From an optimization exercise on the open Yosys and OpenROAD flow, aimed at small area, a short achievable clock period and few clock cycles per item; shortcuts taken in it are not production practice. The RTL was checked by simulation tests, not by an equivalence proof against the original design.

`flow/design.v`:
```
module aes_sbox (
    input  wire [7:0] a,
    output wire [7:0] y
);
    wire t0, t1, t2, t3, t4, t5, t6, t7, t8, t9, t10, t11, t12, t13, t14, t15, t16, t17, t18, t19, t20, t21, t22, t23, t24, t25, t26, t27, t28, t29, t30, M1, M2, M3, M4, M5, M6, M7, M8, M9, M10, M11, M12, M13, M14, M15, M16, M17, M18, M19, M20, M21, M22, M23, M46, M47, M48, M49, M50, M51, M52, M53, M54, M55, M56, M57, M58, M59, M60, M61, M62, M63, b0, b1, b2, b3, b4, b5, b6, b7, b8, b9, b10, b11, b12, b13, b14, b15, b16, b17, b18, b19, b20, b21, b22, b23, b24, b25, b26, b27, b28, b29, b30, b31, b32, b33, b34, b35, b36, M37, M38, M39, M40, M41, M42, M43, M44, M45;
    sx2 g0 (.a(a[1]), .b(a[3]), .y(t0));
    sx2 g1 (.a(a[5]), .b(a[6]), .y(t1));
    sx2 g2 (.a(a[2]), .b(a[7]), .y(t2));
    sx2 g3 (.a(a[0]), .b(t1), .y(t3));
    sx2 g4 (.a(a[4]), .b(a[7]), .y(t4));
    sx2 g5 (.a(t0), .b(t4), .y(t5));
    sx2 g6 (.a(a[6]), .b(t0), .y(t6));
    sx2 g7 (.a(a[5]), .b(t2), .y(t7));
    sx2 g8 (.a(a[2]), .b(a[4]), .y(t8));
    sx2 g9 (.a(a[2]), .b(a[5]), .y(t9));
    sx2 g10 (.a(a[1]), .b(a[4]), .y(t10));
    sx2 g11 (.a(a[1]), .b(a[7]), .y(t11));
    sx2 g12 (.a(a[0]), .b(a[2]), .y(t12));
    sx2 g13 (.a(t2), .b(t10), .y(t13));
    sx2 g14 (.a(a[4]), .b(t2), .y(t14));
    sx2 g15 (.a(a[1]), .b(t2), .y(t15));
    sx2 g16 (.a(t1), .b(t8), .y(t16));
    sx2 g17 (.a(t0), .b(t9), .y(t17));
    sx2 g18 (.a(a[3]), .b(t7), .y(t18));
    sx2 g19 (.a(a[0]), .b(t5), .y(t19));
    sx2 g20 (.a(a[4]), .b(t7), .y(t20));
    sx2 g21 (.a(t1), .b(t5), .y(t21));
    sx2 g22 (.a(t3), .b(t15), .y(t22));
    sx2 g23 (.a(t6), .b(t14), .y(t23));
    sx2 g24 (.a(t0), .b(t7), .y(t24));
    sx2 g25 (.a(a[2]), .b(t6), .y(t25));
    sx2 g26 (.a(t0), .b(t16), .y(t26));
    sx2 g27 (.a(t6), .b(t12), .y(t27));
    sx2 g28 (.a(a[7]), .b(t3), .y(t28));
    sx2 g29 (.a(a[1]), .b(t3), .y(t29));
    sx2 g30 (.a(a[4]), .b(t3), .y(t30));
    snand2 g31 (.a(t13), .b(t5), .y(M1));
    snand2 g32 (.a(t22), .b(t19), .y(M2));
    sxn2 g33 (.a(t23), .b(M1), .y(M3));
    snand2 g34 (.a(t30), .b(a[0]), .y(M4));
    sx2 g35 (.a(M4), .b(M1), .y(M5));
    snand2 g36 (.a(t11), .b(t17), .y(M6));
    snand2 g37 (.a(t29), .b(t3), .y(M7));
    sxn2 g38 (.a(t18), .b(M6), .y(M8));
    snand2 g39 (.a(t28), .b(t27), .y(M9));
    sx2 g40 (.a(M9), .b(M6), .y(M10));
    snand2 g41 (.a(t4), .b(t25), .y(M11));
    snand2 g42 (.a(t8), .b(t20), .y(M12));
    sx2 g43 (.a(M12), .b(M11), .y(M13));
    snand2 g44 (.a(t2), .b(t21), .y(M14));
    sx2 g45 (.a(M14), .b(M11), .y(M15));
    sxn2 g46 (.a(M3), .b(M2), .y(M16));
    sx2 g47 (.a(M5), .b(t26), .y(M17));
    sxn2 g48 (.a(M8), .b(M7), .y(M18));
    sx2 g49 (.a(M10), .b(M15), .y(M19));
    sx2 g50 (.a(M16), .b(M13), .y(M20));
    sx2 g51 (.a(M17), .b(M15), .y(M21));
    sx2 g52 (.a(M18), .b(M13), .y(M22));
    sx2 g53 (.a(M19), .b(t24), .y(M23));
    gf16_inv_0000_000000000 u_inv (.d({M23, M22, M21, M20}), .m({M45, M44, M43, M42, M41, M40, M39, M38, M37}));
    snand2 g54 (.a(M44), .b(t5), .y(M46));
    snand2 g55 (.a(M40), .b(t19), .y(M47));
    snand2 g56 (.a(M39), .b(a[0]), .y(M48));
    snand2 g57 (.a(M43), .b(t17), .y(M49));
    snand2 g58 (.a(M38), .b(t3), .y(M50));
    snand2 g59 (.a(M37), .b(t27), .y(M51));
    snand2 g60 (.a(M42), .b(t25), .y(M52));
    snand2 g61 (.a(M45), .b(t20), .y(M53));
    snand2 g62 (.a(M41), .b(t21), .y(M54));
    snand2 g63 (.a(M44), .b(t13), .y(M55));
    snand2 g64 (.a(M40), .b(t22), .y(M56));
    snand2 g65 (.a(M39), .b(t30), .y(M57));
    snand2 g66 (.a(M43), .b(t11), .y(M58));
    snand2 g67 (.a(M38), .b(t29), .y(M59));
    snand2 g68 (.a(M37), .b(t28), .y(M60));
    snand2 g69 (.a(M42), .b(t4), .y(M61));
    snand2 g70 (.a(M45), .b(t8), .y(M62));
    snand2 g71 (.a(M41), .b(t2), .y(M63));
    sx2 g72 (.a(M56), .b(M61), .y(b0));
    sxn2 g73 (.a(M62), .b(b0), .y(b1));
    sx2 g74 (.a(M46), .b(M49), .y(b2));
    sx2 g75 (.a(M54), .b(M58), .y(b3));
    sx2 g76 (.a(M50), .b(M53), .y(b4));
    sx2 g77 (.a(M48), .b(M60), .y(b5));
    sx2 g78 (.a(M51), .b(M59), .y(b6));
    sx2 g79 (.a(M47), .b(M50), .y(b7));
    sxn2 g80 (.a(M55), .b(b7), .y(b8));
    sx2 g81 (.a(M46), .b(M52), .y(b9));
    sxn2 g82 (.a(M61), .b(b6), .y(b10));
    sxn2 g83 (.a(M62), .b(b10), .y(b11));
    sx2 g84 (.a(b3), .b(b5), .y(b12));
    sxn2 g85 (.a(M55), .b(b1), .y(b13));
    sx2 g86 (.a(M48), .b(M51), .y(b14));
    sx2 g87 (.a(M61), .b(M63), .y(b15));
    sx2 g88 (.a(M48), .b(M58), .y(b16));
    sx2 g89 (.a(M49), .b(M52), .y(b17));
    sxn2 g90 (.a(M57), .b(b2), .y(b18));
    sx2 g91 (.a(M47), .b(M53), .y(b19));
    sx2 g92 (.a(b2), .b(b8), .y(b20));
    sx2 g93 (.a(b8), .b(b14), .y(b21));
    sx2 g94 (.a(b9), .b(b15), .y(b22));
    sx2 g95 (.a(b2), .b(b16), .y(b23));
    sxn2 g96 (.a(b12), .b(b22), .y(b24));
    sxn2 g97 (.a(b11), .b(b23), .y(b25));
    sx2 g98 (.a(b1), .b(b21), .y(b26));
    sx2 g99 (.a(b4), .b(b17), .y(b27));
    sx2 g100 (.a(b1), .b(b12), .y(b28));
    sx2 g101 (.a(b4), .b(b11), .y(b29));
    sx2 g102 (.a(b9), .b(b19), .y(b30));
    sx2 g103 (.a(b1), .b(b20), .y(b31));
    sx2 g104 (.a(b4), .b(b18), .y(b32));
    sxn2 g105 (.a(b13), .b(b30), .y(b33));
    sx2 g106 (.a(b28), .b(b32), .y(b34));
    sxn2 g107 (.a(b3), .b(b29), .y(b35));
    sx2 g108 (.a(b13), .b(b27), .y(b36));
    assign y[7] = b36;
    assign y[6] = b33;
    assign y[5] = b24;
    assign y[4] = b31;
    assign y[3] = b26;
    assign y[2] = b34;
    assign y[1] = b35;
    assign y[0] = b25;
endmodule
module sx2 (input wire a, input wire b, output wire y);
    assign y = a ^ b;
endmodule
module sxn2 (input wire a, input wire b, output wire y);
    assign y = ~(a ^ b);
endmodule
module snand2 (input wire a, input wire b, output wire y);
    assign y = ~(a & b);
endmodule
module snor2 (input wire a, input wire b, output wire y);
    assign y = ~(a | b);
endmodule
module skx (input wire a, input wire g, input wire s, output wire y);
    assign y = a ^ (g & s);
endmodule
module gf16_inv_0000_000000000 (
    input  wire [3:0] d,
    output wire [8:0] m
);
    assign m[0] = (d[0] & d[1]) | (d[1] & ~d[3]) | (d[0] & ~d[2] & d[3]) | (d[0] & d[2] & ~d[3]);
    assign m[1] = (d[1] & d[2]) | (~d[0] & d[1]) | (d[0] & d[2] & d[3]) | (d[0] & ~d[1] & ~d[2] & ~d[3]);
    assign m[2] = (~d[1] & d[3]) | (d[2] & d[3]) | (~d[0] & d[1] & d[2]) | (d[0] & ~d[1] & d[2]);
    assign m[3] = (~d[2] & d[3]) | (d[0] & d[3]) | (d[0] & d[1] & d[2]) | (~d[0] & ~d[1] & d[2] & ~d[3]);
    assign m[4] = (~d[0] & d[1] & ~d[3]) | (~d[1] & ~d[2] & d[3]) | (~d[0] & d[1] & d[2]) | (d[0] & ~d[1] & ~d[2]) | (d[0] & ~d[2] & d[3]) | (~d[0] & d[2] & ~d[3]);
    assign m[5] = (d[0] & d[1] & ~d[2]) | (~d[1] & d[2] & d[3]) | (~d[0] & ~d[1] & d[3]) | (d[0] & d[1] & ~d[3]) | (d[1] & ~d[2] & ~d[3]) | (~d[0] & d[2] & d[3]);
    assign m[6] = (d[0] & ~d[1]) | (d[0] & ~d[2]) | (~d[0] & d[1] & d[3]);
    assign m[7] = (~d[0] & d[2]) | (d[2] & ~d[3]) | (d[1] & ~d[2] & d[3]);
    assign m[8] = (~d[1] & d[2] & d[3]) | (d[0] & d[1] & ~d[3]) | (d[0] & ~d[1] & ~d[2]) | (~d[0] & d[2] & ~d[3]);
endmodule
module gf16_inv_0000_111110011 (
    input  wire [3:0] d,
    output wire [8:0] m
);
    assign m[0] = (~d[0] & ~d[1]) | (~d[0] & d[3]) | (~d[1] & ~d[2] & ~d[3]) | (~d[1] & d[2] & d[3]);
    assign m[1] = (~d[0] & ~d[1]) | (d[0] & d[1] & ~d[2]) | (~d[1] & ~d[2] & d[3]) | (~d[1] & d[2] & ~d[3]);
    assign m[2] = (d[1] & ~d[2]) | (~d[2] & ~d[3]) | (~d[0] & ~d[1] & ~d[3]) | (d[0] & d[1] & ~d[3]);
    assign m[3] = (~d[2] & ~d[3]) | (~d[0] & d[1] & ~d[3]) | (~d[0] & d[2] & d[3]) | (d[0] & ~d[1] & ~d[3]);
    assign m[4] = (d[0] & d[2]) | (~d[1] & d[2] & d[3]) | (d[0] & d[1] & ~d[3]) | (~d[0] & d[1] & ~d[2] & d[3]) | (~d[0] & ~d[1] & ~d[2] & ~d[3]);
    assign m[5] = (d[0] & d[1] & ~d[2]) | (~d[1] & d[2] & d[3]) | (~d[0] & ~d[1] & d[3]) | (d[0] & d[1] & ~d[3]) | (d[1] & ~d[2] & ~d[3]) | (~d[0] & d[2] & d[3]);
    assign m[6] = (d[0] & ~d[1]) | (d[0] & ~d[2]) | (~d[0] & d[1] & d[3]);
    assign m[7] = (~d[2] & ~d[3]) | (~d[1] & ~d[2]) | (d[0] & d[2] & d[3]);
    assign m[8] = (d[1] & d[3]) | (~d[0] & ~d[2]) | (d[0] & ~d[1] & d[2] & ~d[3]);
endmodule
module aes_inv_sbox (
    input  wire [7:0] a,
    output wire [7:0] y
);
    wire t0, t1, t2, t3, t4, t5, t6, t7, t8, t9, t10, t11, t12, t13, t14, t15, t16, t17, t18, t19, t20, t21, t22, t23, t24, t25, t26, t27, t28, t29, M1, M2, M3, M4, M5, M6, M7, M8, M9, M10, M11, M12, M13, M14, M15, M16, M17, M18, M19, M20, M21, M22, M23, M46, M47, M48, M49, M50, M51, M52, M53, M54, M55, M56, M57, M58, M59, M60, M61, M62, M63, b0, b1, b2, b3, b4, b5, b6, b7, b8, b9, b10, b11, b12, b13, b14, b15, b16, b17, b18, b19, b20, b21, b22, b23, b24, b25, b26, b27, b28, b29, b30, b31, b32, b33, b34, b35, b36, b37, b38, b39, M37, M38, M39, M40, M41, M42, M43, M44, M45;
    sx2 g0 (.a(a[4]), .b(a[6]), .y(t0));
    sx2 g1 (.a(a[0]), .b(a[1]), .y(t1));
    sx2 g2 (.a(a[3]), .b(a[4]), .y(t2));
    sx2 g3 (.a(a[3]), .b(a[6]), .y(t3));
    sx2 g4 (.a(a[2]), .b(a[7]), .y(t4));
    sx2 g5 (.a(t0), .b(t1), .y(t5));
    sx2 g6 (.a(a[6]), .b(a[7]), .y(t6));
    sx2 g7 (.a(a[7]), .b(t0), .y(t7));
    sx2 g8 (.a(t1), .b(t3), .y(t8));
    sx2 g9 (.a(a[0]), .b(a[7]), .y(t9));
    sx2 g10 (.a(a[1]), .b(a[2]), .y(t10));
    sx2 g11 (.a(a[0]), .b(a[5]), .y(t11));
    sx2 g12 (.a(a[0]), .b(a[3]), .y(t12));
    sx2 g13 (.a(a[1]), .b(a[5]), .y(t13));
    sx2 g14 (.a(a[2]), .b(a[5]), .y(t14));
    sxn2 g15 (.a(a[4]), .b(a[7]), .y(t15));
    sx2 g16 (.a(a[5]), .b(t4), .y(t16));
    sx2 g17 (.a(t1), .b(t2), .y(t17));
    sx2 g18 (.a(t1), .b(t6), .y(t18));
    sxn2 g19 (.a(t3), .b(t9), .y(t19));
    sx2 g20 (.a(t2), .b(t10), .y(t20));
    sx2 g21 (.a(a[5]), .b(t2), .y(t21));
    sx2 g22 (.a(a[0]), .b(t2), .y(t22));
    sx2 g23 (.a(t0), .b(t11), .y(t23));
    sxn2 g24 (.a(t3), .b(t13), .y(t24));
    sxn2 g25 (.a(t0), .b(t14), .y(t25));
    sxn2 g26 (.a(t4), .b(t5), .y(t26));
    sx2 g27 (.a(t4), .b(t8), .y(t27));
    sxn2 g28 (.a(a[5]), .b(t5), .y(t28));
    sx2 g29 (.a(a[3]), .b(t7), .y(t29));
    snor2 g30 (.a(t18), .b(t25), .y(M1));
    snor2 g31 (.a(t15), .b(t7), .y(M2));
    sxn2 g32 (.a(t27), .b(M1), .y(M3));
    snor2 g33 (.a(t5), .b(t16), .y(M4));
    sx2 g34 (.a(M4), .b(M1), .y(M5));
    snand2 g35 (.a(t17), .b(t24), .y(M6));
    snor2 g36 (.a(t0), .b(t22), .y(M7));
    sx2 g37 (.a(t23), .b(M6), .y(M8));
    snor2 g38 (.a(t8), .b(t28), .y(M9));
    sxn2 g39 (.a(M9), .b(M6), .y(M10));
    snand2 g40 (.a(t2), .b(t26), .y(M11));
    snor2 g41 (.a(t29), .b(t20), .y(M12));
    sxn2 g42 (.a(M12), .b(M11), .y(M13));
    snor2 g43 (.a(t6), .b(t19), .y(M14));
    sxn2 g44 (.a(M14), .b(M11), .y(M15));
    sx2 g45 (.a(M3), .b(M2), .y(M16));
    sxn2 g46 (.a(M5), .b(t12), .y(M17));
    sx2 g47 (.a(M8), .b(M7), .y(M18));
    sx2 g48 (.a(M10), .b(M15), .y(M19));
    sx2 g49 (.a(M16), .b(M13), .y(M20));
    sx2 g50 (.a(M17), .b(M15), .y(M21));
    sx2 g51 (.a(M18), .b(M13), .y(M22));
    sxn2 g52 (.a(M19), .b(t21), .y(M23));
    gf16_inv_0000_111110011 u_inv (.d({M23, M22, M21, M20}), .m({M45, M44, M43, M42, M41, M40, M39, M38, M37}));
    snor2 g53 (.a(M44), .b(t25), .y(M46));
    snor2 g54 (.a(M40), .b(t7), .y(M47));
    snor2 g55 (.a(M39), .b(t16), .y(M48));
    snand2 g56 (.a(M43), .b(t24), .y(M49));
    snor2 g57 (.a(M38), .b(t22), .y(M50));
    snor2 g58 (.a(M37), .b(t28), .y(M51));
    snand2 g59 (.a(M42), .b(t26), .y(M52));
    snor2 g60 (.a(M45), .b(t20), .y(M53));
    snor2 g61 (.a(M41), .b(t19), .y(M54));
    snor2 g62 (.a(M44), .b(t18), .y(M55));
    snor2 g63 (.a(M40), .b(t15), .y(M56));
    snor2 g64 (.a(M39), .b(t5), .y(M57));
    snand2 g65 (.a(M43), .b(t17), .y(M58));
    snor2 g66 (.a(M38), .b(t0), .y(M59));
    snor2 g67 (.a(M37), .b(t8), .y(M60));
    snand2 g68 (.a(M42), .b(t2), .y(M61));
    snor2 g69 (.a(M45), .b(t29), .y(M62));
    snor2 g70 (.a(M41), .b(t6), .y(M63));
    sx2 g71 (.a(M52), .b(M61), .y(b0));
    sx2 g72 (.a(M50), .b(b0), .y(b1));
    sxn2 g73 (.a(M54), .b(M58), .y(b2));
    sx2 g74 (.a(M62), .b(b2), .y(b3));
    sx2 g75 (.a(M59), .b(b1), .y(b4));
    sx2 g76 (.a(M48), .b(M56), .y(b5));
    sx2 g77 (.a(M47), .b(M60), .y(b6));
    sx2 g78 (.a(b5), .b(b6), .y(b7));
    sx2 g79 (.a(M57), .b(M63), .y(b8));
    sx2 g80 (.a(M46), .b(M51), .y(b9));
    sxn2 g81 (.a(M49), .b(b7), .y(b10));
    sx2 g82 (.a(M51), .b(M59), .y(b11));
    sx2 g83 (.a(M48), .b(M59), .y(b12));
    sx2 g84 (.a(M55), .b(M63), .y(b13));
    sx2 g85 (.a(M49), .b(M58), .y(b14));
    sxn2 g86 (.a(M58), .b(b5), .y(b15));
    sxn2 g87 (.a(M49), .b(b11), .y(b16));
    sxn2 g88 (.a(M55), .b(M61), .y(b17));
    sx2 g89 (.a(M46), .b(b12), .y(b18));
    sx2 g90 (.a(b8), .b(b15), .y(b19));
    sx2 g91 (.a(M47), .b(b9), .y(b20));
    sx2 g92 (.a(M53), .b(b14), .y(b21));
    sx2 g93 (.a(b0), .b(b16), .y(b22));
    sx2 g94 (.a(b0), .b(b18), .y(b23));
    sx2 g95 (.a(M53), .b(b9), .y(b24));
    sx2 g96 (.a(M54), .b(b13), .y(b25));
    sx2 g97 (.a(b8), .b(b17), .y(b26));
    sx2 g98 (.a(M57), .b(b3), .y(b27));
    sx2 g99 (.a(b10), .b(b25), .y(b28));
    sx2 g100 (.a(M62), .b(b21), .y(b29));
    sx2 g101 (.a(b1), .b(b10), .y(b30));
    sx2 g102 (.a(b19), .b(b24), .y(b31));
    sx2 g103 (.a(b3), .b(b22), .y(b32));
    sx2 g104 (.a(b3), .b(b20), .y(b33));
    sx2 g105 (.a(b3), .b(b23), .y(b34));
    sx2 g106 (.a(b4), .b(b28), .y(b35));
    sx2 g107 (.a(b4), .b(b31), .y(b36));
    sx2 g108 (.a(b4), .b(b33), .y(b37));
    sx2 g109 (.a(b4), .b(b29), .y(b38));
    sx2 g110 (.a(b27), .b(b30), .y(b39));
    assign y[7] = b32;
    assign y[6] = b35;
    assign y[5] = b39;
    assign y[4] = b34;
    assign y[3] = b36;
    assign y[2] = b37;
    assign y[1] = b38;
    assign y[0] = b26;
endmodule
module aes_inv_mixcol (
    input  wire [31:0] c,
    output wire [31:0] y
);
    wire m0, m1, m2, m3, m4, m5, m6, m7, m8, m9, m10, m11, m12, m13, m14, m15, m16, m17, m18, m19, m20, m21, m22, m23, m24, m25, m26, m27, m28, m29, m30, m31, m32, m33, m34, m35, m36, m37, m38, m39, m40, m41, m42, m43, m44, m45, m46, m47, m48, m49, m50, m51, m52, m53, m54, m55, m56, m57, m58, m59, m60, m61, m62, m63, m64, m65, m66, m67, m68, m69, m70, m71, m72, m73, m74, m75, m76, m77, m78, m79, m80, m81, m82, m83, m84, m85, m86, m87, m88, m89, m90, m91, m92, m93, m94, m95, m96, m97, m98, m99, m100, m101, m102, m103, m104, m105, m106, m107, m108, m109, m110, m111, m112, m113, m114, m115, m116, m117, m118, m119, m120, m121, m122, m123, m124, m125, m126, m127, m128, m129, m130, m131, m132, m133, m134, m135, m136, m137, m138, m139, m140, m141, m142, m143, m144, m145, m146, m147, m148, m149, m150, m151, m152, m153, m154, m155, m156, m157, m158, m159, m160, m161, m162, m163, m164, m165, m166, m167, m168, m169, m170, m171, m172, m173, m174, m175;
    sx2 x0 (.a(c[5]), .b(c[21]), .y(m0));
    sx2 x1 (.a(c[13]), .b(c[29]), .y(m1));
    sx2 x2 (.a(c[6]), .b(c[22]), .y(m2));
    sx2 x3 (.a(c[14]), .b(c[30]), .y(m3));
    sx2 x4 (.a(m0), .b(m1), .y(m4));
    sx2 x5 (.a(c[15]), .b(c[31]), .y(m5));
    sx2 x6 (.a(c[23]), .b(c[27]), .y(m6));
    sx2 x7 (.a(c[7]), .b(c[11]), .y(m7));
    sx2 x8 (.a(c[18]), .b(m3), .y(m8));
    sx2 x9 (.a(c[26]), .b(m2), .y(m9));
    sx2 x10 (.a(c[8]), .b(m4), .y(m10));
    sx2 x11 (.a(c[4]), .b(c[20]), .y(m11));
    sx2 x12 (.a(c[0]), .b(c[16]), .y(m12));
    sx2 x13 (.a(c[1]), .b(c[17]), .y(m13));
    sx2 x14 (.a(c[3]), .b(c[19]), .y(m14));
    sx2 x15 (.a(c[9]), .b(c[25]), .y(m15));
    sx2 x16 (.a(c[12]), .b(c[28]), .y(m16));
    sx2 x17 (.a(c[2]), .b(c[10]), .y(m17));
    sx2 x18 (.a(m6), .b(m7), .y(m18));
    sx2 x19 (.a(m5), .b(m14), .y(m19));
    sx2 x20 (.a(m8), .b(m9), .y(m20));
    sx2 x21 (.a(c[23]), .b(c[24]), .y(m21));
    sx2 x22 (.a(c[24]), .b(m12), .y(m22));
    sx2 x23 (.a(m4), .b(m15), .y(m23));
    sx2 x24 (.a(c[15]), .b(m13), .y(m24));
    sx2 x25 (.a(m11), .b(m16), .y(m25));
    sx2 x26 (.a(m18), .b(m19), .y(m26));
    sx2 x27 (.a(m17), .b(m20), .y(m27));
    sx2 x28 (.a(m10), .b(m22), .y(m28));
    sx2 x29 (.a(c[7]), .b(c[31]), .y(m29));
    sx2 x30 (.a(c[3]), .b(c[31]), .y(m30));
    sx2 x31 (.a(c[7]), .b(c[15]), .y(m31));
    sx2 x32 (.a(m2), .b(m21), .y(m32));
    sx2 x33 (.a(c[31]), .b(m3), .y(m33));
    sx2 x34 (.a(m13), .b(m30), .y(m34));
    sx2 x35 (.a(c[19]), .b(m24), .y(m35));
    sx2 x36 (.a(c[23]), .b(m25), .y(m36));
    sx2 x37 (.a(c[7]), .b(c[8]), .y(m37));
    sx2 x38 (.a(m3), .b(m11), .y(m38));
    sx2 x39 (.a(c[10]), .b(m11), .y(m39));
    sx2 x40 (.a(m14), .b(m15), .y(m40));
    sx2 x41 (.a(m2), .b(m29), .y(m41));
    sx2 x42 (.a(c[2]), .b(m16), .y(m42));
    sx2 x43 (.a(m2), .b(m16), .y(m43));
    sx2 x44 (.a(m3), .b(m31), .y(m44));
    sx2 x45 (.a(m5), .b(m12), .y(m45));
    sx2 x46 (.a(m0), .b(m5), .y(m46));
    sx2 x47 (.a(c[17]), .b(m17), .y(m47));
    sx2 x48 (.a(m0), .b(m18), .y(m48));
    sx2 x49 (.a(m8), .b(m42), .y(m49));
    sx2 x50 (.a(m1), .b(m19), .y(m50));
    sx2 x51 (.a(m7), .b(m34), .y(m51));
    sx2 x52 (.a(m9), .b(m39), .y(m52));
    sx2 x53 (.a(m23), .b(m52), .y(m53));
    sx2 x54 (.a(m23), .b(m49), .y(m54));
    sx2 x55 (.a(c[5]), .b(c[12]), .y(m55));
    sx2 x56 (.a(c[14]), .b(c[21]), .y(m56));
    sx2 x57 (.a(c[13]), .b(c[28]), .y(m57));
    sx2 x58 (.a(c[6]), .b(c[30]), .y(m58));
    sx2 x59 (.a(c[6]), .b(c[21]), .y(m59));
    sx2 x60 (.a(c[1]), .b(c[9]), .y(m60));
    sx2 x61 (.a(c[12]), .b(c[29]), .y(m61));
    sx2 x62 (.a(c[21]), .b(c[28]), .y(m62));
    sx2 x63 (.a(c[15]), .b(c[26]), .y(m63));
    sx2 x64 (.a(c[5]), .b(c[29]), .y(m64));
    sx2 x65 (.a(c[10]), .b(c[25]), .y(m65));
    sx2 x66 (.a(c[7]), .b(c[14]), .y(m66));
    sx2 x67 (.a(c[22]), .b(c[30]), .y(m67));
    sx2 x68 (.a(c[13]), .b(c[30]), .y(m68));
    sx2 x69 (.a(c[16]), .b(c[24]), .y(m69));
    sx2 x70 (.a(c[10]), .b(c[18]), .y(m70));
    sx2 x71 (.a(c[0]), .b(c[25]), .y(m71));
    sx2 x72 (.a(c[6]), .b(c[14]), .y(m72));
    sx2 x73 (.a(c[0]), .b(c[15]), .y(m73));
    sx2 x74 (.a(c[2]), .b(c[11]), .y(m74));
    sx2 x75 (.a(c[1]), .b(c[16]), .y(m75));
    sx2 x76 (.a(c[0]), .b(c[17]), .y(m76));
    sx2 x77 (.a(c[9]), .b(c[16]), .y(m77));
    sx2 x78 (.a(c[27]), .b(m2), .y(m78));
    sx2 x79 (.a(m21), .b(m37), .y(m79));
    sx2 x80 (.a(c[22]), .b(m66), .y(m80));
    sx2 x81 (.a(c[12]), .b(m6), .y(m81));
    sx2 x82 (.a(c[25]), .b(m37), .y(m82));
    sx2 x83 (.a(m1), .b(m67), .y(m83));
    sx2 x84 (.a(c[20]), .b(m6), .y(m84));
    sx2 x85 (.a(c[20]), .b(m55), .y(m85));
    sx2 x86 (.a(m6), .b(m17), .y(m86));
    sx2 x87 (.a(m1), .b(m29), .y(m87));
    sx2 x88 (.a(c[4]), .b(m62), .y(m88));
    sx2 x89 (.a(c[2]), .b(m60), .y(m89));
    sx2 x90 (.a(c[23]), .b(m12), .y(m90));
    sx2 x91 (.a(c[20]), .b(m57), .y(m91));
    sx2 x92 (.a(c[13]), .b(m59), .y(m92));
    sx2 x93 (.a(c[4]), .b(m61), .y(m93));
    sx2 x94 (.a(c[22]), .b(m64), .y(m94));
    sx2 x95 (.a(c[29]), .b(m56), .y(m95));
    sx2 x96 (.a(m13), .b(m71), .y(m96));
    sx2 x97 (.a(c[5]), .b(m68), .y(m97));
    sx2 x98 (.a(c[9]), .b(m3), .y(m98));
    sx2 x99 (.a(m15), .b(m75), .y(m99));
    sx2 x100 (.a(m21), .b(m76), .y(m100));
    sx2 x101 (.a(c[4]), .b(m7), .y(m101));
    sx2 x102 (.a(m7), .b(m63), .y(m102));
    sx2 x103 (.a(m6), .b(m74), .y(m103));
    sx2 x104 (.a(c[1]), .b(m65), .y(m104));
    sx2 x105 (.a(m8), .b(m102), .y(m105));
    sx2 x106 (.a(m8), .b(m47), .y(m106));
    sx2 x107 (.a(m79), .b(m89), .y(m107));
    sx2 x108 (.a(m33), .b(m40), .y(m108));
    sx2 x109 (.a(m38), .b(m94), .y(m109));
    sx2 x110 (.a(m32), .b(m73), .y(m110));
    sx2 x111 (.a(m41), .b(m69), .y(m111));
    sx2 x112 (.a(m4), .b(m24), .y(m112));
    sx2 x113 (.a(m4), .b(m22), .y(m113));
    sx2 x114 (.a(m9), .b(m45), .y(m114));
    sx2 x115 (.a(m33), .b(m90), .y(m115));
    sx2 x116 (.a(m31), .b(m83), .y(m116));
    sx2 x117 (.a(m47), .b(m98), .y(m117));
    sx2 x118 (.a(m70), .b(m78), .y(m118));
    sx2 x119 (.a(m38), .b(m92), .y(m119));
    sx2 x120 (.a(m33), .b(m100), .y(m120));
    sx2 x121 (.a(m41), .b(m96), .y(m121));
    sx2 x122 (.a(m32), .b(m82), .y(m122));
    sx2 x123 (.a(m43), .b(m95), .y(m123));
    sx2 x124 (.a(m46), .b(m80), .y(m124));
    sx2 x125 (.a(m43), .b(m97), .y(m125));
    sx2 x126 (.a(m32), .b(m77), .y(m126));
    sx2 x127 (.a(m46), .b(m58), .y(m127));
    sx2 x128 (.a(m72), .b(m87), .y(m128));
    sx2 x129 (.a(m45), .b(m104), .y(m129));
    sx2 x130 (.a(m44), .b(m99), .y(m130));
    sx2 x131 (.a(m34), .b(m84), .y(m131));
    sx2 x132 (.a(m9), .b(m103), .y(m132));
    sx2 x133 (.a(m23), .b(m120), .y(m133));
    sx2 x134 (.a(m36), .b(m127), .y(m134));
    sx2 x135 (.a(m114), .b(m117), .y(m135));
    sx2 x136 (.a(m36), .b(m128), .y(m136));
    sx2 x137 (.a(m35), .b(m81), .y(m137));
    sx2 x138 (.a(m26), .b(m109), .y(m138));
    sx2 x139 (.a(m25), .b(m124), .y(m139));
    sx2 x140 (.a(m20), .b(m129), .y(m140));
    sx2 x141 (.a(m50), .b(m85), .y(m141));
    sx2 x142 (.a(m10), .b(m121), .y(m142));
    sx2 x143 (.a(m35), .b(m132), .y(m143));
    sx2 x144 (.a(m48), .b(m93), .y(m144));
    sx2 x145 (.a(m10), .b(m110), .y(m145));
    sx2 x146 (.a(m86), .b(m108), .y(m146));
    sx2 x147 (.a(m10), .b(m111), .y(m147));
    sx2 x148 (.a(c[28]), .b(m51), .y(m148));
    sx2 x149 (.a(m50), .b(m88), .y(m149));
    sx2 x150 (.a(m10), .b(m130), .y(m150));
    sx2 x151 (.a(m112), .b(m126), .y(m151));
    sx2 x152 (.a(m40), .b(m105), .y(m152));
    sx2 x153 (.a(m20), .b(m107), .y(m153));
    sx2 x154 (.a(m51), .b(m118), .y(m154));
    sx2 x155 (.a(m26), .b(m119), .y(m155));
    sx2 x156 (.a(m36), .b(m116), .y(m156));
    sx2 x157 (.a(m26), .b(m125), .y(m157));
    sx2 x158 (.a(m35), .b(m101), .y(m158));
    sx2 x159 (.a(m48), .b(m91), .y(m159));
    sx2 x160 (.a(m106), .b(m122), .y(m160));
    sx2 x161 (.a(m10), .b(m115), .y(m161));
    sx2 x162 (.a(m44), .b(m113), .y(m162));
    sx2 x163 (.a(m26), .b(m123), .y(m163));
    sx2 x164 (.a(m28), .b(m152), .y(m164));
    sx2 x165 (.a(m28), .b(m154), .y(m165));
    sx2 x166 (.a(m27), .b(m149), .y(m166));
    sx2 x167 (.a(m53), .b(m148), .y(m167));
    sx2 x168 (.a(m53), .b(m137), .y(m168));
    sx2 x169 (.a(m27), .b(m141), .y(m169));
    sx2 x170 (.a(m27), .b(m159), .y(m170));
    sx2 x171 (.a(m27), .b(m144), .y(m171));
    sx2 x172 (.a(m28), .b(m143), .y(m172));
    sx2 x173 (.a(m54), .b(m158), .y(m173));
    sx2 x174 (.a(m54), .b(m131), .y(m174));
    sx2 x175 (.a(m28), .b(m146), .y(m175));
    assign y[0] = m147;
    assign y[1] = m133;
    assign y[2] = m140;
    assign y[3] = m172;
    assign y[4] = m174;
    assign y[5] = m166;
    assign y[6] = m138;
    assign y[7] = m134;
    assign y[8] = m162;
    assign y[9] = m142;
    assign y[10] = m153;
    assign y[11] = m175;
    assign y[12] = m167;
    assign y[13] = m171;
    assign y[14] = m157;
    assign y[15] = m136;
    assign y[16] = m145;
    assign y[17] = m150;
    assign y[18] = m135;
    assign y[19] = m165;
    assign y[20] = m173;
    assign y[21] = m169;
    assign y[22] = m155;
    assign y[23] = m139;
    assign y[24] = m161;
    assign y[25] = m151;
    assign y[26] = m160;
    assign y[27] = m164;
    assign y[28] = m168;
    assign y[29] = m170;
    assign y[30] = m163;
    assign y[31] = m156;
endmodule
module kw_unwrap (
    input  wire         clk,
    input  wire         rst,       
    input  wire         start,     
    input  wire [127:0] kek,       
    input  wire [191:0] wrapped,   
    output wire         busy,
    output wire         done,      
    output wire         ok,        
    output wire [127:0] key        
);
    localparam [63:0] KW_IV = 64'hA6A6A6A6A6A6A6A6;
    reg         busy_r;
    reg         done_r;
    reg         kexp;     
    reg         first;    
    reg         step12;   
    reg [3:0]   rnd;      
    reg [3:0]   t;        
    reg [127:0] st;       
    reg [63:0]  ro;       
    reg [127:0] rk;       
    reg [127:0] kl;       
    wire accept = start && !busy_r;
    genvar gb, gc, gr;
    wire last   = !kexp && (rnd == 4'd0);
    assign busy = busy_r;
    assign done = done_r;
    assign ok   = (st[127:64] == KW_IV);
    assign key  = {st[63:0], ro};
    wire [31:0]  w0 = rk[127:96];
    wire [31:0]  w1 = rk[95:64];
    wire [31:0]  w2 = rk[63:32];
    wire [31:0]  w3 = rk[31:0];
    wire [31:0]  v3 = w3 ^ w2;    
    wire [31:0]  v2 = w2 ^ w1;
    wire [31:0]  v1 = w1 ^ w0;
    wire [31:0]  rot = {v3[23:0], v3[31:24]};
    wire [31:0]  sw_out;
    generate
        for (gb = 0; gb < 4; gb = gb + 1) begin : g_sbox
            aes_sbox u_sbox (.a(rot[8*gb +: 8]), .y(sw_out[8*gb +: 8]));
        end
    endgenerate
    wire [9:0]   rd = {rnd == 4'd9, rnd == 4'd8, rnd == 4'd7, rnd == 4'd6, rnd == 4'd5,
                       rnd == 4'd4, rnd == 4'd3, rnd == 4'd2, rnd == 4'd1, rnd == 4'd0};
    wire [7:0]   rcon = {rd[7], rd[6], rd[5] | rd[9], rd[4] | rd[8] | rd[9],
                         rd[3] | rd[8], rd[2] | rd[9], rd[1] | rd[8] | rd[9], rd[0] | rd[8]};
    wire [31:0]  temp = sw_out ^ {rcon, 24'h000000};
    wire [31:0]  n0 = w0 ^ temp;
    wire         fin = kexp && (rnd == 4'd9);    
    wire [31:0]  n2 = v2 ^ n0;
    wire [127:0] key_step = {n0, v1 ^ (temp & {32{kexp}}), v2 ^ (n0 & {32{kexp}}),
                             v3 ^ (n2 & {32{fin}})};
    wire [127:0] key_prev = {n0, v1, v2, v3};
    wire [127:0] blk = (step12 ? {kl[127:64] ^ 64'd12, kl[63:0]}
                               : {st[127:64] ^ {60'd0, t}, ro}) ^ rk;
    wire [127:0] imc;
    generate
        for (gc = 0; gc < 4; gc = gc + 1) begin : g_imc
            aes_inv_mixcol u_imc (.c(st[32*gc +: 32]), .y(imc[32*gc +: 32]));
        end
    endgenerate
    wire [127:0] x = first ? blk : imc;
    wire [127:0] isr;
    generate
        for (gc = 0; gc < 4; gc = gc + 1) begin : g_col
            for (gr = 0; gr < 4; gr = gr + 1) begin : g_row
                assign isr[127 - 8*(gr + 4*((gc + gr) % 4)) -: 8] =
                       x[127 - 8*(gr + 4*gc) -: 8];
            end
        end
    endgenerate
    wire [127:0] isb;
    generate
        for (gb = 0; gb < 16; gb = gb + 1) begin : g_isbox
            aes_inv_sbox u_isbox (.a(isr[8*gb +: 8]), .y(isb[8*gb +: 8]));
        end
    endgenerate
    wire [127:0] ark = isb ^ key_prev;
    always @(posedge clk) begin
        if (rst) begin
            busy_r <= 1'b0;
            done_r <= 1'b0;
            kexp   <= 1'b0;
            first  <= 1'b0;
            step12 <= 1'b0;
        end else begin
            done_r <= 1'b0;
            if (accept) begin
                busy_r <= 1'b1;
                kexp   <= 1'b1;
                first  <= 1'b0;
                step12 <= 1'b1;
                rnd    <= 4'd0;
                t      <= 4'd12;
            end else if (busy_r) begin
                if (kexp) begin
                    if (rnd == 4'd9) begin
                        kexp  <= 1'b0;
                        first <= 1'b1;
                    end else begin
                        rnd <= rnd + 4'd1;
                    end
                end else begin
                    first <= (rnd == 4'd0) && (t != 4'd1);
                    if (rnd == 4'd0) begin
                        rnd    <= 4'd9;
                        t      <= t - 4'd1;
                        step12 <= 1'b0;
                        if (t == 4'd1) begin
                            busy_r <= 1'b0;
                            done_r <= 1'b1;
                        end
                    end else begin
                        rnd <= rnd - 4'd1;
                    end
                end
            end
        end
    end
    always @(posedge clk) begin
        if (accept)
            rk <= {kek[127:32], kek[63:32] ^ kek[31:0]};
        else if (last)
            rk <= kl;
        else
            rk <= key_step;
    end
    always @(posedge clk) begin
        if (accept)
            kl <= {wrapped[191:128], wrapped[63:0]};
        else if (first && step12)
            kl <= rk;
    end
    always @(posedge clk) begin
        st <= ark;
        if (accept)
            ro <= wrapped[127:64];
        else if (first && !step12)
            ro <= st[63:0];
    end
endmodule
```
`flow/flow/run.sh`:
```
#!/bin/bash
# The standard layout (the standard.sh: ORFS synthesis to finish), with
# these changes in how it is made:
#  - the port buffers that global placement inserts on every input and
#    output are the smallest buffer (buf_1) instead of clkdlybuf4s50_1;
#  - clock tree synthesis inserts no dummy loads and builds the tree from
#    clkbuf_4 and clkbuf_8;
#  - after floorplanning, the flip-flops of the round state (st) get a
#    stronger drive (same cell type, dfxtp_1 -> dfxtp_4): they drive the
#    InvMixColumns network at the start of the critical loop.
# ORFS writes each step's full log under orfs/logs/; make's output goes to
# flow_*.log and the resizing step's to upsize.log, all in this folder.
set -euo pipefail
export BUFFER_PORTS_ARGS="-buffer_cell sky130_fd_sc_hd__buf_1"
export CTS_ARGS="-sink_clustering_enable -repair_clock_nets -dont_use_dummy_load -buf_list {sky130_fd_sc_hd__clkbuf_4 sky130_fd_sc_hd__clkbuf_8}"
bash standard.sh floorplan > flow_floorplan.log 2>&1
odb=orfs/results/$FLOW_PLATFORM/kw_unwrap/base/2_floorplan.odb
ODB=$odb openroad -no_init -exit flow/upsize.tcl > upsize.log 2>&1
bash standard.sh finish > flow_finish.log 2>&1
```
`flow/flow/upsize.tcl`:
```
# Give the state flip-flops st[*] the 4x drive version of their cell.
read_db $::env(ODB)
set db [ord::get_db]
set block [[$db getChip] getBlock]
set n 0
foreach inst [$block getInsts] {
  set name [$inst getName]
  set m [[$inst getMaster] getName]
  if {[string first "st\\\[" $name] == 0 && $m eq "sky130_fd_sc_hd__dfxtp_1"} {
    $inst swapMaster [$db findMaster sky130_fd_sc_hd__dfxtp_4]
    incr n
  }
}
puts "resized $n flip-flops"
write_db $::env(ODB)
```
`flow/standard.sh`:
```
#!/bin/bash
# synth_recipe.tcl (not shown) runs the flow's synth.tcl, then flattens the netlist and writes it again
# the make line also repeats each setting of config.mk as NAME=value (left out here)
make -C /OpenROAD-flow-scripts/flow DESIGN_CONFIG=/design/flow/config.mk WORK_HOME=/design/flow/orfs CLKGATE_MAP_FILE= SYNTH_SCRIPT=/design/flow/synth_recipe.tcl "${@:-finish}"
```
`flow/config.mk`:
```
export PLATFORM = sky130hd
export DESIGN_NAME = kw_unwrap
export DESIGN_NICKNAME = kw_unwrap
export VERILOG_FILES = /design/flow/design.v
export SDC_FILE = /design/flow/constraint.sdc
export NUM_CORES = 8
export LEC_CHECK = 0
export CAP_MARGIN = 20
export CORE_MARGIN = 2
export CORE_UTILIZATION = 24
export SETUP_SLACK_MARGIN = 1.65
export SLEW_MARGIN = 20
export SYNTH_HIERARCHICAL = 1
```
`flow/constraint.sdc`:
```
create_clock -name core_clock -period 8.0 [get_ports {clk}]
set_input_delay 1.6000 -clock core_clock [delete_from_list [all_inputs] [get_ports {clk}]]
set_output_delay 1.6000 -clock core_clock [all_outputs]
set_load 0.01 [all_outputs]
```
==> results.toml, run 1 <==
[cells_and_area]
layout-drive-gt1-share = 0.167
finish.instance_area_um2 = 64900
post-route-util = 0.285
nets = 7245
area_growth_pct = 17.7
fin_cells = 9928

[critical_path]
crit_required_ns = 8.62
path_max_fanout = 6
startpoint_type = "flop"
timing_worst_setup_path_type = "flop to flop"
cpPeakStageDelay_ns = 0.48
arrival_ns = 6.81
critPathMostFrequentCell = "xor2_1"
end_kind = "flop"
cp_slowest_cell = "dfxtp_4"

[clock_network]
cts_tree = "yes"
clk_pin_slew_ns = 0.06
cts_num_sinks = 461
clk_path_buf_depth = 3
clock-root-buffer = "clkbuf_8"
cts_inserted_buffers = 91
holdBufCountCts = 0
clk_latency_ns = 0.86
h-tree-depth = 3

[job]
timing.max_cap.violations = 0

[sta]
worst_pin_slew_ns = 1.20
final_hold_viol_count = 0
tns_ns = 0
timing.final.max_slew_violations = 0
fmax_mhz = 161
maxSlewHeadroom = 0.194
period_needed_ns = 6.19
whs_ns = 0.561
worst_slack_ns = 1.81
final.period_utilization = 0.774
rsz0062_at_grt = "true"
setup_viol = 0
skew_ns = 0.132

[outcome]
status = "no timing/DRC/antenna violations"

[synth]
synthCells = 6646
synthArstFlopShare = 0
ys_top_cells_by_area = "xor2_1, xnor2_1, edfxtp_1"
ys_seq_area_frac = 0.204
syn_nets = 6976
ys_top_cells_by_count = "xor2_1, nand2_1, xnor2_1, nor2_1, buf_4"
yosysMostFrequentCell = "xor2_1"
synth_cell_type_count = 71
synth-main-ff-cell = "dfxtp_1"
synth_top_area_cell = "xor2_1"
synth_edf_count = 200
synthDominantCellAreaShare = 0.334
synth_seq_cells = 461
syn-cell-area_um2 = 55200
avgSynthCellArea_um2 = 8.30
ys_warn_count = 7

[grt]
grt_overflow = 0
grt_pass1_vias = 45593
track_usage = 0.199
grt_antenna_before_repair = 29
grt_max_degree = 113
grt_pass1_wl_mm = 338

[floorplanning]
core_area_um2 = 228000
chipWidth_um = 483
start_util = 0.242
pin_count = 454
chipHeight_um = 483
rows = 175
dieArea_um2 = 234000

[placed_design]
io_buffers = 453
gp_congestion = 0.983
post-place-ws_ns = 0.215
dp_cells = 9725
hpwlAfterDp_mm = 201
dpl_cell_area_um2 = 58900

[route]
routed_wl_mm = 244
num_vias = 46428
wl_per_cell_um = 24.6
ant_nets = 0
drtPass1Iterations = 5
drc = 0
drtIter0Drc = 3658
viasPerCell = 4.68

[hold_path]
hold_class = "flop to flop"
==> flip-flops by register name (all words and copies together), names as in the netlist <==
name / cells
first: 1
done_r: 1
rnd: 4
step12: 1
kexp: 1
st: 128
rk: 128
busy_r: 1
ro: 64
t: 4
kl: 128
==> placed cells by master, fill, tap and decap left out, types with 37 or more instances in the layout <==
| cell | Yosys | routed |
|---|---|---|
| nand2b_1 | 57 | 52 |
| xor2_4 | 0 | 67 |
| nand2_1 | 954 | 953 |
| buf_1 | 28 | 453 |
| mux2_2 | 126 | 122 |
| xor2_1 | 2103 | 1819 |
| o21ai_1 | 37 | 37 |
| xnor2_1 | 759 | 665 |
| xnor2_2 | 0 | 80 |
| dfxtp_1 | 261 | 127 |
| nor2_1 | 505 | 494 |
| dfxtp_4 | 0 | 131 |
| edfxtp_1 | 200 | 200 |
| xor2_2 | 1 | 218 |
| buf_4 | 424 | 296 |
| nor2b_1 | 40 | 39 |
| mux2i_1 | 131 | 131 |
| nand3b_1 | 38 | 38 |
| o21ai_0 | 67 | 66 |
| a21oi_1 | 239 | 237 |
| clkbuf_8 | 0 | 91 |
==> cell type report <==
cell class | count | area [um2]
antenna | 6 | 15.0
clock buffer | 91 | 1250
fill | 24350 | 163000
inverter | 40 | 158
multi-input combinational | 5558 | 43800
sequential | 461 | 11700
tap | 3009 | 3760
timing repair buffer | 763 | 4200
==> repair_timing <==
| action | 4_1_cts | 5_1_grt |
|---|---|---|
| setup endpoints to repair | 199 | 156 |
| resized for setup | 217 | 286 |
| pin swaps | 27 | 77 |
| buffers inserted | 43 | 63 |
==> critical path, delay by kind of cell, from the launching register on <==
| kind | cells | cell delay [ns] |
|---|---|---|
| xor gates and xnor gates | 16 | 3.53 |
| and+or+nand+nor | 4 | 1.04 |
| buffers and inverters | 3 | 0.55 |
| DFF | 1 | 0.48 |
| muxes | 1 | 0.27 |
| AOI/OAI and AO/OA | 1 | 0.09 |
==> modules after synthesis, one instance, submodules excluded, excerpt <==
module	cell area [um2]	copies in the design	cells inside
aes_inv_mixcol	240	4	32
aes_inv_sbox	60.1	16	8
aes_sbox	60.1	4	8
gf16_inv_0000_000000000	233	4	37
gf16_inv_0000_111110011	235	16	36
kw_unwrap	25500	1	2718
sx2	8.76	2048	1
sxn2	8.76	328	1
==> routing by layer <==
metal | up-vias | GRT usage | share of wire
met2 | 1739 | 0.318 | 0.45
li1 | 21433 | - | -
met3 | 453 | 0.0271 | 0.059
met1 | 22785 | 0.255 | 0.42
met4 | 18 | 0.118 | 0.070
met5 | - | 0 | 0.00046
==> worst paths after layout <==
| check | startpoint | endpoint | slack (ns) | cells past startpoint |
|---|---|---|---|---|
| max | st[13]$_DFF_P_ | st[39]$_DFF_P_ | 1.81 | 25 |
| min reg2reg | kl[25]$_DFFE_PP_ | rk[25]$_DFF_P_ | 0.56 | 2 |
| max reg2reg | st[13]$_DFF_P_ | st[39]$_DFF_P_ | 1.81 | 25 |
| min | kl[25]$_DFFE_PP_ | rk[25]$_DFF_P_ | 0.56 | 2 |
==> cells by family after synthesis <==
| family | count (synthesis) | synth area share |
|---|---|---|
| XOR/XNOR | 2867 | 0.456 |
| flip-flops | 461 | 0.204 |
| AO/OA/AOI/OAI | 683 | 0.0812 |
| AND/OR/NAND/NOR | 1744 | 0.134 |
| adder cells (fa/ha/maj) | 7 | 0.00159 |
| multiplexers | 257 | 0.0495 |
| buffers and inverters | 627 | 0.0731 |
Testbench counts, summed over its fixed seeds: cycles 67,072, items 512.
==> run 2: changes to the inputs <==
--- a/flow/config.mk
+++ b/flow/config.mk
@@ -9,3 +9,3 @@
 export CORE_MARGIN = 2
-export CORE_UTILIZATION = 24
+export CORE_UTILIZATION = 26
 export SETUP_SLACK_MARGIN = 1.65
==> results.toml, run 2 <==
[outcome]
status = "no timing/DRC/antenna violations"

[sta]
final_hold_viol_count = 0
maxSlewHeadroom = 0.173
tns_ns = 0
period_needed_ns = 6.22
final.period_utilization = 0.778
fmax_mhz = 161
rsz0062_at_grt = "true"
timing.final.max_slew_violations = 0
setup_viol = 0
worst_pin_slew_ns = 1.23
skew_ns = 0.148

[cells_and_area]
nets = 7262
largestRegisters = "kl x128, rk x128, st x128"
post-route-util = 0.307
layout-drive-gt1-share = 0.173
area_growth_pct = 17.7
num-fill-cells = 22423
layout_common_cells = "xor2_1, nand2_1, xnor2_1"
mostFrequentLayoutCell = "xor2_1"

[synth]
ys_seq_area_frac = 0.204
ys_warn_count = 7
syn_nets = 6976
synth_cell_type_count = 71
avgSynthCellArea_um2 = 8.30
synthDominantCellAreaShare = 0.334
ys_top_cells_by_count = "xor2_1, nand2_1, xnor2_1, nor2_1, buf_4"
synthArstFlopShare = 0
synthCells = 6646
synth_edf_count = 200
yosysMostFrequentCell = "xor2_1"
synth-main-ff-cell = "dfxtp_1"
synth_seq_cells = 461
synth_top_area_cell = "xor2_1"
ys_top_cells_by_area = "xor2_1, xnor2_1, edfxtp_1"
syn-cell-area_um2 = 55200

[grt]
grt_pass1_wl_mm = 330
grt_pass1_vias = 45900
track_usage = 0.210
grt_max_degree = 152
grt_overflow = 0
grt_antenna_before_repair = 29

[critical_path]
reg2reg_slack_ns = 1.78
r2r_start = "st[118]$_DFF_P_"
r2r-end = "st[5]$_DFF_P_"
worst-r2r-cell-count = 24
crit_required_ns = 8.68
startpoint_type = "flop"
timing_worst_setup_path_type = "flop to flop"
end_kind = "flop"
path_max_fanout = 10
arrival_ns = 6.91

[hold_path]
hold_end = "rk[30]$_DFF_P_"
whs_path_depth = 2
hold_class = "flop to flop"
holdCritStartpoint = "kl[30]$_DFFE_PP_"

[floorplanning]
start_util = 0.261
chipWidth_um = 465
chipHeight_um = 465
pin_count = 454
core_area_um2 = 211000
dieArea_um2 = 216000
rows = 169

[clock_network]
cts_num_sinks = 461
clock-root-buffer = "clkbuf_8"
h-tree-depth = 3
clk_path_buf_depth = 3
clk_latency_ns = 0.87
cts_tree = "yes"
cts_inserted_buffers = 92
clk_pin_slew_ns = 0.06

[route]
drc = 0
num_vias = 46530
wl_per_cell_um = 24.4
drtPass1Iterations = 7
routed_wl_mm = 238
drtIter0Drc = 3975
ant_nets = 0
viasPerCell = 4.77

[placed_design]
hpwlAfterDp_mm = 195
gp_congestion = 1.00
io_buffers = 453

[job]
timing.max_cap.violations = 0
-- run 2: cell counts after synthesis --
Identical to the previous run, type by type.
-- run 2: repair_timing --
item | in CTS | in global routing
gates resized for setup | 200 | 327
pin swaps | 21 | 91
buffers inserted | 36 | 104
endpoints found under the setup margin | 196 | 177
endpoints found under the hold margin | 0 | 0
hold buffers | 0 | 0
-- run 2: stage by stage --
stage                     hold slack (ns)  cells  cell area (um2)  worst slack (ns)
after floorplan                     0.464   6646            55200              1.73
after global placement              0.489   9519            58600             0.570
after detailed placement            0.521   9519            58600             0.482
after CTS                           0.536   9647            61600              1.59
after global routing                0.568   9753            64900              1.49
final                               0.539   9756            64900              1.78
-- run 2: kinds of logic (layout without fill, tap and decap cells) --
kind of cell	after synthesis	after routing	synth area share
xor gates and xnor gates	2867	2867	0.456
and+or+nand+nor	1744	1744	0.134
AOI/OAI and AO/OA	683	683	0.0812
buffers and inverters	627	911	0.0731
DFF	461	461	0.204
muxes	257	257	0.0495
adders and majority gates	7	7	0.00159
other	0	5	0
-- run 2: routing by layer --
layer,share of wire,GRT usage,wire (um)
met3,0.071,0.0398,16800
met1,0.42,0.267,99000
met5,0.00071,0,170
met4,0.061,0.108,14700
met2,0.45,0.337,108000
-- run 2: layout make-up --
class / instances / area, um2 / area share
inverters: 40 / 161 / 0.00249
diodes: 5 / 12.5 / 0.000193
clock buffers: 92 / 1270 / 0.0195
repair buffers: 779 / 4320 / 0.0665
flip-flops and latches: 461 / 11700 / 0.181
well taps: 2821 / 3530 / 0.0544
multi-input cells: 5558 / 43900 / 0.676
-- run 2: worst max-delay path, cell delays in order (launching register included) --
cell     delay (ns)
dfxtp_4        0.44
xor2_2         0.25
xor2_2         0.34
buf_4          0.19
buf_4          0.10
xor2_1         0.17
xor2_1         0.23
xor2_1         0.19
mux2_2         0.36
xor2_2         0.28
xor2_1         0.41
xor2_1         0.22
xnor2_1        0.16
xor2_1         0.26
xor2_2         0.33
buf_4          0.24
o31ai_1        0.09
a21oi_1        0.22
nor2_1         0.11
xor2_2         0.22
xor2_1         0.22
xnor2_1        0.19
xor2_1         0.25
xor2_1         0.36
xnor2_2        0.21
-- run 2: how the worst max path moves through the flow --
| stage | startpoint | endpoint | slack, ns | depth (start not counted) |
|---|---|---|---|---|
| after floorplan | first$_SDFFE_PP0P_ | ro[0]$_DFFE_PP_ | 1.73 | 5 |
| after global placement | rk[31]$_DFF_P_ | rk[6]$_DFF_P_ | 0.57 | 20 |
| after detailed placement | rk[31]$_DFF_P_ | rk[6]$_DFF_P_ | 0.48 | 20 |
| after CTS | st[94]$_DFF_P_ | st[11]$_DFF_P_ | 1.59 | 24 |
| after global routing | rk[35]$_DFF_P_ | rk[9]$_DFF_P_ | 1.49 | 24 |
| final | st[118]$_DFF_P_ | st[5]$_DFF_P_ | 1.78 | 24 |
-- run 2: per-module statistics from Yosys, one instance, submodules excluded --
module,cell area (um2),flops+latches,times used
aes_inv_sbox,60.1,0,16
gf16_inv_0000_111110011,235,0,16
snand2,3.75,0,204
snor2,3.75,0,336
sxn2,8.76,0,328
gf16_inv_0000_000000000,233,0,4
sx2,8.76,0,2048
kw_unwrap,25500,461,1
aes_sbox,60.1,0,4
aes_inv_mixcol,240,0,4
==> run 3: changes to the inputs <==
--- a/flow/flow/run.sh
+++ b/flow/flow/run.sh
@@ -5,5 +5,5 @@
 #    output are the smallest buffer (buf_1) instead of clkdlybuf4s50_1;
-#  - clock tree synthesis inserts no dummy loads and builds the tree from
-#    clkbuf_4 and clkbuf_8;
-#  - after floorplanning, the flip-flops of the round state (st) get a
+#  - clock tree synthesis inserts no dummy loads;
+#  - after floorplanning, the flip-flops of the round state (st) and of
+#    the round key (rk) get a
 #    stronger drive (same cell type, dfxtp_1 -> dfxtp_4): they drive the
@@ -14,3 +14,3 @@
 export BUFFER_PORTS_ARGS="-buffer_cell sky130_fd_sc_hd__buf_1"
-export CTS_ARGS="-sink_clustering_enable -repair_clock_nets -dont_use_dummy_load -buf_list {sky130_fd_sc_hd__clkbuf_4 sky130_fd_sc_hd__clkbuf_8}"
+export CTS_ARGS="-sink_clustering_enable -repair_clock_nets -dont_use_dummy_load"
 bash standard.sh floorplan > flow_floorplan.log 2>&1
==> flow/flow/upsize.tcl (replaced) <==
# Give the state and round-key flip-flops st[*], rk[*] the 4x drive version
# of their cell.
read_db $::env(ODB)
set db [ord::get_db]
set block [[$db getChip] getBlock]
set n 0
foreach inst [$block getInsts] {
  set name [$inst getName]
  set m [[$inst getMaster] getName]
  if {([string first "st\\\[" $name] == 0 || [string first "rk\\\[" $name] == 0) && $m eq "sky130_fd_sc_hd__dfxtp_1"} {
    $inst swapMaster [$db findMaster sky130_fd_sc_hd__dfxtp_4]
    incr n
  }
}
puts "resized $n flip-flops"
write_db $::env(ODB)
==> results.toml, run 3 <==
[route]
num_vias = 46462
ant_nets = 0
routed_wl_mm = 242
drtPass1Iterations = 6
drtIter0Drc = 4072
wl_per_cell_um = 24.9
drc = 0
viasPerCell = 4.79

[sta]
final_hold_viol_count = 0
final.period_utilization = 0.781
fmax_mhz = 160
setup_viol = 0
tns_ns = 0
timing.final.max_slew_violations = 0
maxSlewHeadroom = 0.219
period_needed_ns = 6.25
whs_ns = 0.532
skew_ns = 0.0923
worst_pin_slew_ns = 1.16
rsz0062_at_grt = "true"

[grt]
grt_max_degree = 108
grt_pass1_wl_mm = 332
grt_pass1_vias = 45105
grt_overflow = 0
track_usage = 0.212
grt_antenna_before_repair = 22

[placed_design]
hpwlAfterDp_mm = 197
io_buffers = 453
dp_cells = 9490
gp_congestion = 1.00

[cells_and_area]
nets = 7199
largestRegisters = "kl x128, rk x128, st x128"
fin_cells = 9695
mostFrequentLayoutCell = "xor2_1"
layout_common_cells = "xor2_1, nand2_1, xnor2_1"
post-route-util = 0.309
layout-drive-gt1-share = 0.181
area_growth_pct = 18.3

[outcome]
status = "no timing/DRC/antenna violations"

[synth]
synthCells = 6646
synthDominantCellAreaShare = 0.334
synth-main-ff-cell = "dfxtp_1"
synthArstFlopShare = 0
synth_cell_type_count = 71
synth_edf_count = 200
ys_seq_area_frac = 0.204
syn_nets = 6976
avgSynthCellArea_um2 = 8.30
ys_top_cells_by_area = "xor2_1, xnor2_1, edfxtp_1"
synth_top_area_cell = "xor2_1"
ys_top_cells_by_count = "xor2_1, nand2_1, xnor2_1, nor2_1, buf_4"
syn-cell-area_um2 = 55200
yosysMostFrequentCell = "xor2_1"
synth_seq_cells = 461
ys_warn_count = 7

[critical_path]
startpoint_type = "flop"
crit_required_ns = 8.61
timing_worst_setup_path_type = "flop to flop"
end_kind = "flop"
arrival_ns = 6.86
path_max_fanout = 13

[floorplanning]
dieArea_um2 = 216000
pin_count = 454
chipHeight_um = 465
start_util = 0.261
rows = 169
chipWidth_um = 465
core_area_um2 = 211000

[clock_network]
clk_latency_ns = 0.73
clock-root-buffer = "clkbuf_16"
cts_tree = "yes"
holdBufCountCts = 0
cts_inserted_buffers = 58
cts_num_sinks = 461
h-tree-depth = 2
clk_path_buf_depth = 3
clk_pin_slew_ns = 0.06

[hold_path]
hold_class = "flop to flop"

[job]
timing.max_cap.violations = 0
-- run 3: cell counts after synthesis --
No cell type changed its count.
-- run 3: per-layer routing --
metal  global-route usage  vias up  part of all wire
met5                    0        -           0.00062
met4                0.110       24             0.061
met3               0.0361      432             0.066
met2                0.340     1787              0.45
met1                0.271    22887              0.42
li1                     -    21332                 -
-- run 3: logic make-up after synthesis --
| kind of cell | synth area share |
|---|---|
| adders and majority gates | 0.00159 |
| xor gates and xnor gates | 0.456 |
| and+or+nand+nor | 0.134 |
| muxes | 0.0495 |
| buffers and inverters | 0.0731 |
| DFF | 0.204 |
| AOI/OAI and AO/OA | 0.0812 |
-- run 3: layout make-up --
class	instances	area [um2]
diodes	7	17.5
clock buffers	58	1450
fillers	22314	146000
inverters	40	158
multi-input cells	5558	43900
flip-flops and latches	461	12200
well taps	2821	3530
repair buffers	750	4030
-- run 3: final timing paths --
| path | from | endpoint | slack, ns | depth (start not counted) |
|---|---|---|---|---|
| max | st[125]$_DFF_P_ | st[5]$_DFF_P_ | 1.75 | 25 |
| min | kl[25]$_DFFE_PP_ | rk[25]$_DFF_P_ | 0.53 | 2 |
| max reg2reg | st[125]$_DFF_P_ | st[5]$_DFF_P_ | 1.75 | 25 |
| min reg2reg | kl[25]$_DFFE_PP_ | rk[25]$_DFF_P_ | 0.53 | 2 |
-- run 3: per-stage QoR --
stage / setup slack [ns] / area [um2]
2_1_floorplan: 1.73 / 55200
3_3_place_gp: 0.674 / 58700
3_5_place_dp: 0.535 / 58700
4_1_cts: 1.61 / 62100
5_1_grt: 1.41 / 65200
6_report: 1.75 / 65300
-- run 3: what timing repair did --
item / in CTS / in global routing
endpoints found under the setup margin: 193 / 168
setup buffers: 36 / 104
pin swaps: 25 / 90
resized for setup: 207 / 306
-- run 3: per-module statistics from Yosys, one instance, submodules excluded, a selection --
module                   flops+latches  times used  cell area [um2]
gf16_inv_0000_000000000              0           4              233
aes_inv_mixcol                       0           4              240
aes_inv_sbox                         0          16             60.1
snand2                               0         204             3.75
sx2                                  0        2048             8.76
sxn2                                 0         328             8.76
gf16_inv_0000_111110011              0          16              235
kw_unwrap                          461           1            25500
-- run 3: critical path: stages (launching register included) --
cell and delay, ns:
dfxtp_4 0.45, xor2_4 0.27, xor2_4 0.31, xor2_1 0.18, buf_4 0.22, xor2_4 0.29, xor2_1 0.28, mux2_2 0.30
xor2_1 0.39, xor2_1 0.38, nor2_1 0.10, xnor2_1 0.23, xor2_1 0.20, xnor2_1 0.08, buf_4 0.19, nand2b_1 0.23
o31ai_1 0.25, a21oi_1 0.11, nor2_1 0.17, xor2_1 0.26, xor2_1 0.21, xnor2_1 0.21, xor2_1 0.21, xor2_1 0.25
xnor2_1 0.19, buf_4 0.18
==> run 4: changes to the inputs <==
--- a/flow/config.mk
+++ b/flow/config.mk
@@ -9,3 +9,3 @@
 export CORE_MARGIN = 2
-export CORE_UTILIZATION = 26
+export CORE_UTILIZATION = 24
 export SETUP_SLACK_MARGIN = 1.65
==> results.toml, run 4 <==
[outcome]
status = "no timing/DRC/antenna violations"

[route]
ant_nets = 0
drtIter0Drc = 4221
viasPerCell = 4.72
routed_wl_mm = 242

[synth]
synth_cell_type_count = 71
ys_warn_count = 7
synth_seq_cells = 461
ys_top_cells_by_area = "xor2_1, xnor2_1, edfxtp_1"
ys_seq_area_frac = 0.204
syn-cell-area_um2 = 55200
synth-main-ff-cell = "dfxtp_1"
synth_top_area_cell = "xor2_1"
synthCells = 6646
synth_edf_count = 200
synthDominantCellAreaShare = 0.334
syn_nets = 6976

[clock_network]
h-tree-depth = 2
clk_latency_ns = 0.70
cts_inserted_buffers = 60
clk_path_buf_depth = 3
clk_pin_slew_ns = 0.06
clock-root-buffer = "clkbuf_16"

[floorplanning]
chipWidth_um = 483
rows = 175
chipHeight_um = 483
start_util = 0.242

[sta]
whs_ns = 0.516
worst_pin_slew_ns = 1.17
fmax_mhz = 160
period_needed_ns = 6.23
final_hold_viol_count = 0

[grt]
grt_pass1_wl_mm = 334
track_usage = 0.196
grt_antenna_before_repair = 32

[critical_path]
path_max_fanout = 15
crit_required_ns = 8.60
end_kind = "flop"
startpoint_type = "flop"

[cells_and_area]
nets = 7183
layout-drive-gt1-share = 0.183
layout_common_cells = "xor2_1, nand2_1, xnor2_1"
post-route-util = 0.288

[placed_design]
io_buffers = 453
dpl_cell_area_um2 = 59000

[job]
timing.max_cap.violations = 0

[hold_path]
hold_class = "flop to flop"
run 4: cell count changes in the layout (fill, tap and decap cells not counted), moves of 6 or more:
cell | before | now
o311ai_2 | 5 | 12
xnor2_2 | 69 | 82
buf_4 | 288 | 266
xnor2_1 | 678 | 667
xor2_4 | 63 | 71
xor2_2 | 251 | 239
o311ai_1 | 19 | 13
run 4: stage by stage:
step                std cells  setup slack [ns]
CTS                      9760              1.64
finish                   9862              1.77
global route             9860              1.45
global placement         9668             0.630
floorplan                6646              1.73
detailed placement       9668             0.514
run 4: final timing paths:
path	start	endpoint	slack, ns	cells after the start
min reg2reg	rk[2]$_DFF_P_	kl[2]$_DFFE_PP_	0.52	2
max reg2reg	st[94]$_DFF_P_	st[13]$_DFF_P_	1.77	26
min	rk[2]$_DFF_P_	kl[2]$_DFFE_PP_	0.52	2
max	st[94]$_DFF_P_	st[13]$_DFF_P_	1.77	26
run 4: critical path: stages (launching register included):
cell      delay [ns]
dfxtp_4         0.47
xor2_1          0.16
buf_4           0.23
xor2_1          0.39
xor2_1          0.22
xor2_1          0.21
xor2_1          0.35
mux2_4          0.30
xor2_4          0.27
xor2_1          0.21
nand2_1         0.12
xor2_1          0.19
xor2_1          0.21
xor2_1          0.16
buf_4           0.21
nand2b_1        0.15
o31ai_1         0.28
a21oi_1         0.11
nor2_1          0.13
xor2_1          0.29
xor2_1          0.21
xnor2_1         0.20
xor2_1          0.28
xor2_2          0.31
buf_4           0.18
xnor2_1         0.12
buf_4           0.17
run 4: per-module statistics from Yosys, one instance, submodules excluded:
module / copies in the design / area [um2]
gf16_inv_0000_000000000: 4 / 233
kw_unwrap: 1 / 25500
snor2: 336 / 3.75
snand2: 204 / 3.75
gf16_inv_0000_111110011: 16 / 235
sxn2: 328 / 8.76
aes_inv_mixcol: 4 / 240
aes_sbox: 4 / 60.1
sx2: 2048 / 8.76
aes_inv_sbox: 16 / 60.1
run 4: metal layers:
metal | GRT usage | part of all wire | vias to the layer above
li1 | - | - | 21271
met1 | 0.256 | 0.42 | 22958
met2 | 0.308 | 0.44 | 1898
met3 | 0.0341 | 0.071 | 447
met4 | 0.101 | 0.063 | 22
met5 | 0 | 0.00062 | -
run 4: final cells by class:
| cell class | instances | area (um2) | share of cell area |
|---|---|---|---|
| Antenna cell | 2 | 5.00 | 0.0000762 |
| Clock buffer | 60 | 1500 | 0.0229 |
| Inverter | 40 | 154 | 0.00234 |
| Multi-Input combinational cell | 5559 | 44100 | 0.672 |
| Sequential cell | 461 | 12200 | 0.186 |
| Tap cell | 3009 | 3760 | 0.0574 |
| Timing Repair Buffer | 731 | 3920 | 0.0598 |
run 4: timing repair:
| item | CTS | global route |
|---|---|---|
| gates resized for setup | 216 | 328 |
| pin swaps | 26 | 102 |
| hold buffers | 0 | 0 |
| cloned | 0 | 1 |
| buffers inserted | 32 | 99 |
| endpoints found under the setup margin | 189 | 166 |
| endpoints found under the hold margin | 0 | 0 |
run 4: cells by family (layout without fill, tap and decap cells):
group | count (synthesis) | in the layout | synth area share
mux | 257 | 257 | 0.0495
other cells | 0 | 2 | 0
flops | 461 | 461 | 0.204
compound gates | 683 | 683 | 0.0812
fa+ha+maj | 7 | 7 | 0.00159
xor+xnor | 2867 | 2868 | 0.456
buf+inv | 627 | 831 | 0.0731
simple gates | 1744 | 1744 | 0.134

==> re-timing with driven ports <==
The results above use ideal ports. As a check the final layouts listed here were re-extracted and re-timed, cells and wires unchanged.
Step 1 (the two cells are an assumption about what drives the block):
set clk [get_ports {clk}]
set_driving_cell -lib_cell sky130_fd_sc_hd__clkbuf_16 $clk
set_driving_cell -lib_cell sky130_fd_sc_hd__buf_2 [delete_from_list [all_inputs] $clk]
Step 2, shift: input delay + t, output delay - t, t = (earliest + latest rising clock arrival at the registers) / 2. This alone moves slack from input paths to output paths.
Three values: ideal, step 1, step 2; two values: the first two.
run | t, ns | setup slack, ns | cell pins on the clock port's net
run 1 | 0.871 | 1.808 / 1.808 / 1.808 | 1
run 2 | 0.869 | 1.776 / 1.776 / 1.776 | 1
run 3 | 0.758 | 1.750 / 1.750 / 1.750 | 1
run 4 | 0.726 | 1.767 / 1.767 / 1.767 | 1
After both steps every run listed still meets setup and hold.
